Background: an optimization exercise with open tools, aiming at small area, a short achievable clock period and few clock cycles per item. Do not read the settings as production practice. Function was checked by simulation only, so behaviour that the tests miss may differ from the original.

==> flow/design.v <==
module pi_step (
    input  wire [31:0] r,          
    input  wire [31:0] y,          
    input  wire [31:0] kp,         
    input  wire [31:0] ki,         
    input  wire [31:0] umin,       
    input  wire [31:0] umax,       
    input  wire [31:0] t,          
    input  wire [31:0] m,          
    input  wire [63:0] i_in,       
    input  wire        en,         
    input  wire        hold_umax,  
    output reg  [31:0] u,
    output reg  [63:0] i_out
);
    localparam signed [63:0] S64_MAX = 64'sh7FFF_FFFF_FFFF_FFFF;
    localparam signed [63:0] S64_MIN = -64'sh7FFF_FFFF_FFFF_FFFF - 64'sd1;
    wire signed [32:0] diff = $signed({r[31], r}) - $signed({y[31], y});
    wire signed [31:0] e = (diff > 33'sh0_7FFF_FFFF)  ? 32'sh7FFF_FFFF :
                           (diff < -33'sh0_8000_0000) ? 32'sh8000_0000 :
                           diff[31:0];
    wire signed [63:0] p   = $signed(kp) * e;
    wire signed [63:0] kie = $signed(ki) * e;
    wire signed [64:0] isum = $signed({i_in[63], i_in}) + $signed({kie[63], kie});
    wire signed [63:0] i1 = (isum > $signed({1'b0, S64_MAX})) ? S64_MAX :
                            (isum < $signed({1'b1, S64_MIN})) ? S64_MIN :
                            isum[63:0];
    wire signed [65:0] s   = $signed({{2{p[63]}}, p}) + $signed({{2{i1[63]}}, i1}) + 66'sd8388608;
    wire signed [41:0] raw = s[65:24];
    wire signed [41:0] lo = {{10{umin[31]}}, umin};
    wire signed [41:0] hi = {{10{umax[31]}}, umax};
    wire signed [41:0] mx = (raw < lo) ? lo : raw;
    wire signed [41:0] u0 = (mx > hi) ? hi : mx;
    wire signed [32:0] tsum = $signed({t[31], t}) + $signed({m[31], m});
    wire signed [31:0] lim = (tsum > 33'sh0_7FFF_FFFF)  ? 32'sh7FFF_FFFF :
                             (tsum < -33'sh0_8000_0000) ? 32'sh8000_0000 :
                             tsum[31:0];
    wire signed [31:0] u1 = ($signed(u0[31:0]) > lim) ? lim : u0[31:0];
    wire signed [64:0] bsum = $signed({{9{u1[31]}}, u1, 24'b0}) - $signed({p[63], p});
    wire signed [63:0] back = (bsum > $signed({1'b0, S64_MAX})) ? S64_MAX :
                              (bsum < $signed({1'b1, S64_MIN})) ? S64_MIN :
                              bsum[63:0];
    always @* begin
        if (!en) begin
            u     = 32'd0;
            i_out = 64'd0;
        end else if (hold_umax) begin
            u     = umax;
            i_out = 64'd0;
        end else begin
            u     = u1;
            i_out = ($signed({{10{u1[31]}}, u1}) != raw) ? back : i1;
        end
    end
endmodule
module group_loops (
    input  wire         clk,
    input  wire         rst,           
    input  wire         cfg_we,
    input  wire [4:0]   cfg_addr,
    input  wire [31:0]  cfg_wdata,
    input  wire         start,
    output wire         ready,
    output reg          done,
    input  wire         en,            
    input  wire         rev,           
    input  wire [31:0]  vref,          
    input  wire [31:0]  iset,          
    input  wire [31:0]  pset,          
    input  wire [31:0]  i_therm,       
    input  wire [31:0]  i_grant,       
    input  wire [31:0]  i_eb,          
    input  wire [31:0]  vout,          
    input  wire [31:0]  ig,            
    input  wire [31:0]  pg,            
    input  wire [31:0]  t_ref,         
    input  wire [31:0]  ig_min,        
    input  wire [31:0]  i2t_hi,        
    output reg  [191:0] cand,          
    output reg  [31:0]  sel,           
    output reg  [2:0]   winner,        
    output reg  [31:0]  ig_ref         
);
    localparam [1:0] S_IDLE = 2'd0, S_RUN = 2'd1, S_SEL = 2'd2;
    reg [1:0]  state;
    reg [2:0]  j;
    reg [31:0] kp   [0:5];
    reg [31:0] ki   [0:5];
    reg [31:0] umin [0:5];
    reg [31:0] umax [0:5];
    reg [31:0] track;
    reg [63:0] integ [0:5];
    assign ready = (state == S_IDLE);
    reg [31:0] r_j, y_j;
    always @* begin
        case (j)
            3'd0:    begin r_j = vref;    y_j = vout; end
            3'd1:    begin r_j = iset;    y_j = ig;   end
            3'd2:    begin r_j = pset;    y_j = pg;   end
            3'd3:    begin r_j = i_therm; y_j = ig;   end
            3'd4:    begin r_j = i_grant; y_j = ig;   end
            default: begin r_j = i_eb;    y_j = ig;   end
        endcase
    end
    wire [31:0] u_j;
    wire [63:0] i_next;
    pi_step u_pi (
        .r         (r_j),
        .y         (y_j),
        .kp        (kp[j]),
        .ki        (ki[j]),
        .umin      (umin[j]),
        .umax      (umax[j]),
        .t         (t_ref),
        .m         (track),
        .i_in      (integ[j]),
        .en        (en),
        .hold_umax (rev && (j == 3'd0)),
        .u         (u_j),
        .i_out     (i_next)
    );
    reg signed [31:0] best;
    reg [2:0]         best_j;
    integer k;
    always @* begin
        best   = $signed(cand[31:0]);
        best_j = 3'd0;
        for (k = 1; k < 6; k = k + 1) begin
            if ($signed(cand[32*k +: 32]) < best) begin
                best   = $signed(cand[32*k +: 32]);
                best_j = k[2:0];
            end
        end
    end
    wire signed [31:0] lim_lo = (best < $signed(ig_min)) ? $signed(ig_min) : best;
    wire signed [31:0] lim_out = (lim_lo > $signed(i2t_hi)) ? $signed(i2t_hi) : lim_lo;
    integer n;
    always @(posedge clk) begin
        if (rst) begin
            state  <= S_IDLE;
            j      <= 3'd0;
            done   <= 1'b0;
            cand   <= 192'd0;
            sel    <= 32'd0;
            winner <= 3'd0;
            ig_ref <= 32'd0;
            track  <= 32'd0;
            for (n = 0; n < 6; n = n + 1) begin
                kp[n]    <= 32'd0;
                ki[n]    <= 32'd0;
                umin[n]  <= 32'd0;
                umax[n]  <= 32'd0;
                integ[n] <= 64'd0;
            end
        end else begin
            done <= 1'b0;
            if (cfg_we) begin
                if (cfg_addr == 5'd24)
                    track <= cfg_wdata;
                else if (cfg_addr < 5'd24) begin
                    case (cfg_addr[1:0])
                        2'd0: kp[cfg_addr[4:2]]   <= cfg_wdata;
                        2'd1: ki[cfg_addr[4:2]]   <= cfg_wdata;
                        2'd2: umin[cfg_addr[4:2]] <= cfg_wdata;
                        2'd3: umax[cfg_addr[4:2]] <= cfg_wdata;
                    endcase
                end
            end
            case (state)
                S_IDLE: begin
                    if (start) begin
                        state <= S_RUN;
                        j     <= 3'd0;
                    end
                end
                S_RUN: begin
                    integ[j]         <= i_next;
                    cand[32*j +: 32] <= u_j;
                    if (j == 3'd5)
                        state <= S_SEL;
                    else
                        j <= j + 3'd1;
                end
                default: begin  
                    sel    <= best;
                    winner <= best_j;
                    ig_ref <= lim_out;
                    done   <= 1'b1;
                    state  <= S_IDLE;
                end
            endcase
        end
    end
endmodule
==> flow/run.sh <==
#!/bin/bash
# synth_recipe.tcl (not shown) runs the flow's synth.tcl, then flattens the netlist and writes it again
# the make line also repeats each setting of config.mk as NAME=value (left out here)
make -C /OpenROAD-flow-scripts/flow DESIGN_CONFIG=/design/flow/config.mk WORK_HOME=/design/flow/orfs CLKGATE_MAP_FILE= SYNTH_SCRIPT=/design/flow/synth_recipe.tcl finish
==> flow/config.mk <==
export PLATFORM = sky130hd
export DESIGN_NAME = group_loops
export DESIGN_NICKNAME = group_loops
export VERILOG_FILES = /design/flow/design.v
export SDC_FILE = /design/flow/constraint.sdc
export NUM_CORES = 4
export LEC_CHECK = 0
export CAP_MARGIN = 20
export CORE_MARGIN = 2
export CORE_UTILIZATION = 40
export PLACE_DENSITY = 0.6
export SLEW_MARGIN = 20
==> flow/constraint.sdc <==
create_clock -name core_clock -period 60.0 [get_ports {clk}]
set_input_delay 12.0000 -clock core_clock [delete_from_list [all_inputs] [get_ports {clk}]]
set_output_delay 12.0000 -clock core_clock [all_outputs]
set_load 0.01 [all_outputs]
==> run summary <==
[worst min-delay path by stage]
stage	startpoint	endpoint	slack, ps
floorplan	track[0]$_SDFFE_PP0P_	track[0]$_SDFFE_PP0P_	440
global placement	track[6]$_SDFFE_PP0P_	track[6]$_SDFFE_PP0P_	450
detailed placement	track[12]$_SDFFE_PP0P_	track[12]$_SDFFE_PP0P_	450
CTS	track[12]$_SDFFE_PP0P_	track[12]$_SDFFE_PP0P_	460
global route	track[12]$_SDFFE_PP0P_	track[12]$_SDFFE_PP0P_	470
finish	track[12]$_SDFFE_PP0P_	track[12]$_SDFFE_PP0P_	460
[routing by layer]
layer	part of all wire [%]	GRT usage, %	up-vias	routed length, µm
met5	0.016	0	-	103
met4	5.4	13.2	14	35000
met3	9.3	6.81	1018	60800
met2	45	46.0	5649	293000
met1	40	38.8	68057	261000
li1	-	-	56790	-
[registers in the layout (all words and copies together) (netlist names), named ones only]
name	flops
winner	3
umax	256
ig_ref	32
sel	32
state	2
kp	256
integ	512
cand	192
track	32
ki	256
done	1
j	3
umin	256
[cell usage in the layout, fill, tap and decap left out, drive strengths merged, types with 34 or more instances in the layout]
cell type and n:
a211oi 34, a21o 268, a21oi 604, a22o 110
a22oi 70, a31oi 68, and2 191, and3 60
buf 405, clkbuf 261, clkdlybuf4s50 686, clkinv 76
conb 256, dfxtp 300, edfxtp 1536, fa 2306
ha 914, inv 2817, mux2 139, mux2i 293
mux4 384, nand2 1970, nand2b 150, nand3 101
nand4 145, nor2 1911, nor2b 191, nor3 85
nor4 43, o21a 119, o21ai 465, o21bai 59
o221ai 39, xnor2 230, xor2 120
[final cells by class]
type                            instances  area [µm²]
Inverter                             2809       10500
Antenna cell                           22        55.1
Clock inverter                        107        1010
Sequential cell                      1836       52100
Clock buffer                          261        5580
Timing Repair Buffer                 1091        9960
Fill cell                           41230      240000
Tap cell                             5757        7200
Multi-Input combinational cell      11757      111000
[synthesized netlist by cell type (14+ instances only)]
library cell,number
a211oi_1,33
a21boi_0,19
a21o_1,268
a21oi_1,604
a222oi_1,32
a22o_1,110
a22oi_1,70
a31oi_1,66
and2_1,191
and3_1,60
buf_1,86
clkbuf_1,766
dfxtp_1,300
edfxtp_1,1536
fa_1,2306
ha_1,914
inv_1,2807
maj3_1,14
mux2_2,122
mux2_4,17
mux2i_1,249
mux2i_2,36
mux4_2,384
nand2_1,1969
nand2b_1,150
nand3_1,101
nand4_1,145
nor2_1,1910
nor2b_1,191
nor3_1,84
nor4_1,40
o2111ai_1,18
o211ai_1,31
o21a_1,119
o21ai_0,446
o21ai_1,17
o21bai_1,59
o221ai_1,39
o22ai_1,15
o31ai_1,18
or2_2,29
or3_1,27
or4_1,18
xnor2_1,229
xor2_1,118
[critical path: cells and delay by family]
kind,cells,cell delay (ps)
adder cells (fa/ha/maj),15,6420
multiplexers,4,950
AO/OA/AOI/OAI,43,12130
XOR/XNOR,4,1690
buffers and inverters,18,6440
AND/OR/NAND/NOR,38,10110
[logic make-up (layout without fill, tap and decap cells)]
| logic type | count (synthesis) | count (layout) | share of synthesized area [%] |
|---|---|---|---|
| buffers and inverters | 3679 | 4268 | 7.91 |
| DFF | 1836 | 1836 | 29.7 |
| other | 1 | 278 | 0.00214 |
| muxes | 816 | 816 | 7.66 |
| xor gates and xnor gates | 351 | 351 | 1.77 |
| AOI/OAI and AO/OA | 2122 | 2122 | 7.86 |
| adders and majority gates | 3235 | 3235 | 32.9 |
| and+or+nand+nor | 4977 | 4977 | 12.2 |
[metrics by stage]
step | utilization (%) | cells | instance area [µm²] | hold slack [ps]
after global routing | 45.2 | 23626 | 198000 | 475
after global placement | 43.7 | 23248 | 191000 | 446
after detailed placement | 43.7 | 23250 | 191000 | 451
after floorplan | - | 17272 | 176000 | 440
after CTS | 45.2 | 23618 | 198000 | 459
final | 45.3 | 23640 | 198000 | 458
==> results.ini <==
[timing]
tns_ps=0
fin_crit_ps=49340
fin_ws_ps=10660
maxSlewViolCount=0
setup_viol=0
final.setup_skew_ps=92.5
tightest_slew_ps=1320
rsz0062_at_grt=false
max_slew_margin_pct=11.7
finalHoldViolations=0
clock.fmax_ghz=0.0203
fin_crit_sh_pct=82.2

[clocking]
hold_buffers=0
cts_buffers=200
cts_tree=built
clock_latency_ps=950
clock_sinks=1836
root_buffer=clkbuf_16
clkTransAtPathRegs_ps=60
clockBufferDepth=4
htree_levels=4
cts-resized-gates=0
cts_setup_buffers=0

[global_route]
grt_pass1_wl_um=948000
track_usage_pct=29.4
antenna_found_initial=53
grt_pass1_vias=135771
grt_max_degree=93
grt_overflow=0

[critical_path]
regToRegSetupSlack_ps=20060
reg2reg_depth=127
cp_slowest_stage_delay_ps=830
crit_top_cell=a21oi_1
cp_slowest_cell=a31oi_1
startpoint=vref[6]
crit_type=in2reg
cp_max_fo=59
cp-end-kind=flop
required_ps=60740
cp-start-kind=primary input
crit_path_end=integ[7][19]$_DFFE_PP_
reg2reg_from=j[0]$_SDFFE_PP0P_
arrival_ps=50080
r2r_end=integ[7][19]$_DFFE_PP_

[synth]
post-synth-top-area-cell=fa_1
synthDistinctLibCells=115
syn_area_um2=176000
yosysSeqAreaShare_pct=29.7
synth.top_cell.area_share_pct=26.3
ys_top_cells_by_area=fa_1 (26%), edfxtp_1 (26%), ha_1 (6.5%)
synth_enable_flop_cells=1536
yosys_warnings=2
ys.flop_type=edfxtp_1
synth_cells=17017
syn_avg_cell_area_um2=10.3
ys_seq_elements=1836
async_flop_share_pct=0

[route]
firstDrtPassIters=9
ant_nets=0
routedWlPerCell_um=27.5
drtIter0Drc=12499
wl_um=650000
num_vias=131528
viasPerCell=5.56
drc=0

[flow_run]
max_cap_viol_count=0

[run_status]
outcome=complete, no violations

[placement]
hpwl_um=505000
io_buffers=687
place.gp.congestion=0.981
place_ws_ps=10720

[floorplan]
io_pins=688
die_y_um=666
rows=243
dieArea_um2=444000
coreArea_um2=438000
dieWidth_um=666
start_util_pct=40.1

[worst_hold_path]
hold_depth=2
hold_path.class=reg2reg

[final_layout]
layout-drive-gt1-share_pct=8.54
area_delta_synth_final_pct=12.8
layout.nets=21342

Testbench counts, summed over its fixed seeds: cycles 25,608, runs 3,200.

-- static timing again, ports no longer ideal --
How much do the figures lean on ideal ports? The routed layout below was timed once more, with nothing changed but the port constraints. Step 1 assumes that a clkbuf_16 drives the clock port and a buf_2 every other input. Step 2 times the ports against the registers' clock, not the clock port: input delays grow and output delays shrink by t, the midpoint of the rising clock arrivals with the driver on. a / b / c = ideal ports / drivers / drivers and shift; a / b = the first two.
t, ns: 1.026
slack for setup (ns): 10.661 / 10.757 / 9.731
hold slack, ns: 0.458 / 0.458 / 0.458
worst setup path after step 2: input to register
worst data-port slew with drivers (ns): 0.17
After both steps this run still meets setup and hold. For this run, drivers alone change the setup slack by +0.096 ns; drivers and shift together by -0.930 ns.
